Context: an optimization exercise on an open-source flow, tuned for small area, a short achievable clock period and few clock cycles per item. The choices shown serve that exercise and are no tape-out recipe.
The RTL was checked by simulation tests, not by an equivalence proof against the original design.

run 1:
## filet_enc
module filet_enc (
    input  wire        clk,
    input  wire        rst,           
    input  wire        in_valid,
    output reg         in_ready,
    input  wire [19:0] in_data,       
    input  wire        in_eos,        
    input  wire        in_eol,        
    input  wire [1:0]  cfg_depth,     
    input  wire [5:0]  cfg_e,         
    output reg         out_valid,
    input  wire        out_ready,
    output reg  [31:0] out_data,
    output reg         out_last
);
    localparam N    = 35;             
    localparam CAP  = 88;             
    integer i, k, i1, i2, i3, k1, k2;
    function [4:0] bits_of;
        input [1:0] d;
        bits_of = (d == 2'd0) ? 5'd10 : (d == 2'd1) ? 5'd12 : 5'd20;
    endfunction
    function ult12;
        input [11:0] a, b;
        reg lt, eq;
        integer q;
        begin
            lt = 1'b0; eq = 1'b1;
            for (q = 11; q >= 0; q = q - 1) begin
                lt = lt | (eq & ~a[q] & b[q]);
                eq = eq & ~(a[q] ^ b[q]);
            end
            ult12 = lt;
        end
    endfunction
    function slt10;
        input [9:0] a, b;
        slt10 = ult12({2'b0, ~a[9], a[8:0]}, {2'b0, ~b[9], b[8:0]});
    endfunction
    function [26:0] drows;
        input [19:0] aq;
        input [6:0]  r;
        input [6:0]  step;
        reg   [19:0] a;
        reg   [6:0]  rr;
        reg   [8:0]  df;
        integer n;
        begin
            a  = aq;
            rr = r;
            for (n = 0; n < 5; n = n + 1) begin
                df = {1'b0, rr, a[19]} - {2'b0, step};
                a  = {a[18:0], ~df[8]};
                rr = df[8] ? {rr[5:0], aq[19-n]} : df[6:0];
            end
            drows = {a, rr};
        end
    endfunction
    function [44:0] therm;
        input [5:0] n;
        integer t;
        begin
            for (t = 0; t < 45; t = t + 1)
                therm[t] = ult12(t, {6'd0, n});
        end
    endfunction
    function [8:0] qstep;
        input        sg;
  ...
Size in the first run: roughly 11000 cells after synthesis, ~69 I/O pins.
clock: 65.0 ns
lec_check: 0
cap_margin: 20
core_margin: 2
core_utilization: 40
cts_cluster_diameter: 107
cts_cluster_size: 20
slew_margin: 20
run.sh (not shown) runs the stock make flow with config.mk's settings and CLKGATE_MAP_FILE= SYNTH_SCRIPT=/design/flow/synth_recipe.tcl, a recipe that flattens the netlist after the stock synthesis.
Testbench counts of run 1, summed over its fixed seeds: cycles 109,769, samples 109,175.
Inputs modified between run 1 and run 2:
-- flow/config.mk --
<<< run 1, line 11
export CTS_CLUSTER_DIAMETER = 107
export CTS_CLUSTER_SIZE = 20
export SLEW_MARGIN = 20
>>> run 2, line 11
export CTS_CLUSTER_DIAMETER = 107
export CTS_CLUSTER_SIZE = 24
export SLEW_MARGIN = 20
### Flow results
- The worst relative slew slack was comparable across run 1 and run 2.
- Delta (run 2 minus run 1): highest cell delay on the worst timing path was more or less identical, max-slew violation count was more or less identical, last weighted congestion value of the routability-driven placer was more or less identical, initial antenna violation count went up by 1.
- From run 1 to run 2 the numbers moved as follows: detail-routed net length per standard cell essentially unchanged; data arrival time of the critical path saw an increase.
For run 3, these inputs were changed with respect to run 2:
-- flow/config.mk --
<<< run 2, line 11
export CTS_CLUSTER_DIAMETER = 107
export CTS_CLUSTER_SIZE = 24
export SLEW_MARGIN = 20
>>> run 3, line 11
export CTS_CLUSTER_DIAMETER = 107
export CTS_CLUSTER_SIZE = 22
export SLEW_MARGIN = 20
Findings:
Run 3 completed every stage of the flow, and the final layout passed the timing, DRC and antenna checks.
Of run 2 and run 3, run 2 shows the lower area added between synthesis and finish, with run 3 above it.
Clock tree skew after final layout of run 2 is on par with run 3.
The average footprint of a synthesized cell of run 2 and that of run 3 are within noise of each other.

========
Starting RTL as in the previous note.
Settings: LEC_CHECK=0, CAP_MARGIN=20, CORE_MARGIN=2, CORE_UTILIZATION=60, CTS_CLUSTER_DIAMETER=107, CTS_CLUSTER_SIZE=20, PLACE_DENSITY=0.7, SLEW_MARGIN=20; clock period 65.0 ns.
The baseline passed the timing, DRC and antenna checks.
Testbench counts at the start, summed over its fixed seeds: cycles 109,769, samples 109,175.
Rerun with:
CORE_UTILIZATION = 40   (was 60)
CTS_CLUSTER_DIAMETER = not set   (was 107)
CTS_CLUSTER_SIZE = not set   (was 20)
PLACE_DENSITY = not set   (was 0.7)
Count of clock-buffer cells in the layout increases by 112.
Non-clock buffer count stays the same.
Design area increases by 4.5%.
Clock skew decreases by 0.020 ns.
Die area increases by 49%.

-- re-timing with driven ports --
The flow's constraints put no driver on any port. The routed layouts listed below were extracted and timed again, unchanged, in two steps.
Step 1 assumes that a clkbuf_16 drives the clock port and a buf_2 every other input.
Step 2 times the ports against the registers' clock, not the clock port: input delays grow and output delays shrink by t, the midpoint of the rising clock arrivals with the driver on.
a / b / c = ideal ports / drivers / drivers and shift; a / b = the first two.
run | shift t [ns] | setup slack, ns | worst hold slack (ns)
run 1 | 0.900 | 50.235 / 50.145 / 49.726 | 0.279 / 0.279 / 0.279
run 2 | 0.886 | 50.160 / 50.069 / 49.729 | 0.272 / 0.272 / 0.272
run 3 | 0.895 | 50.188 / 50.097 / 49.723 | 0.263 / 0.263 / 0.263
the first run of note 2 | 0.871 | 50.068 / 49.984 / 49.537 | 0.280 / 0.280 / 0.280
the second run of note 2 | 0.952 | 50.121 / 50.029 / 49.668 | 0.267 / 0.267 / 0.267
After both steps setup and hold are still met in every run listed. For the first run of note 2, which loses most, drivers alone change the setup slack by -0.084 ns; drivers and shift together by -0.531 ns.
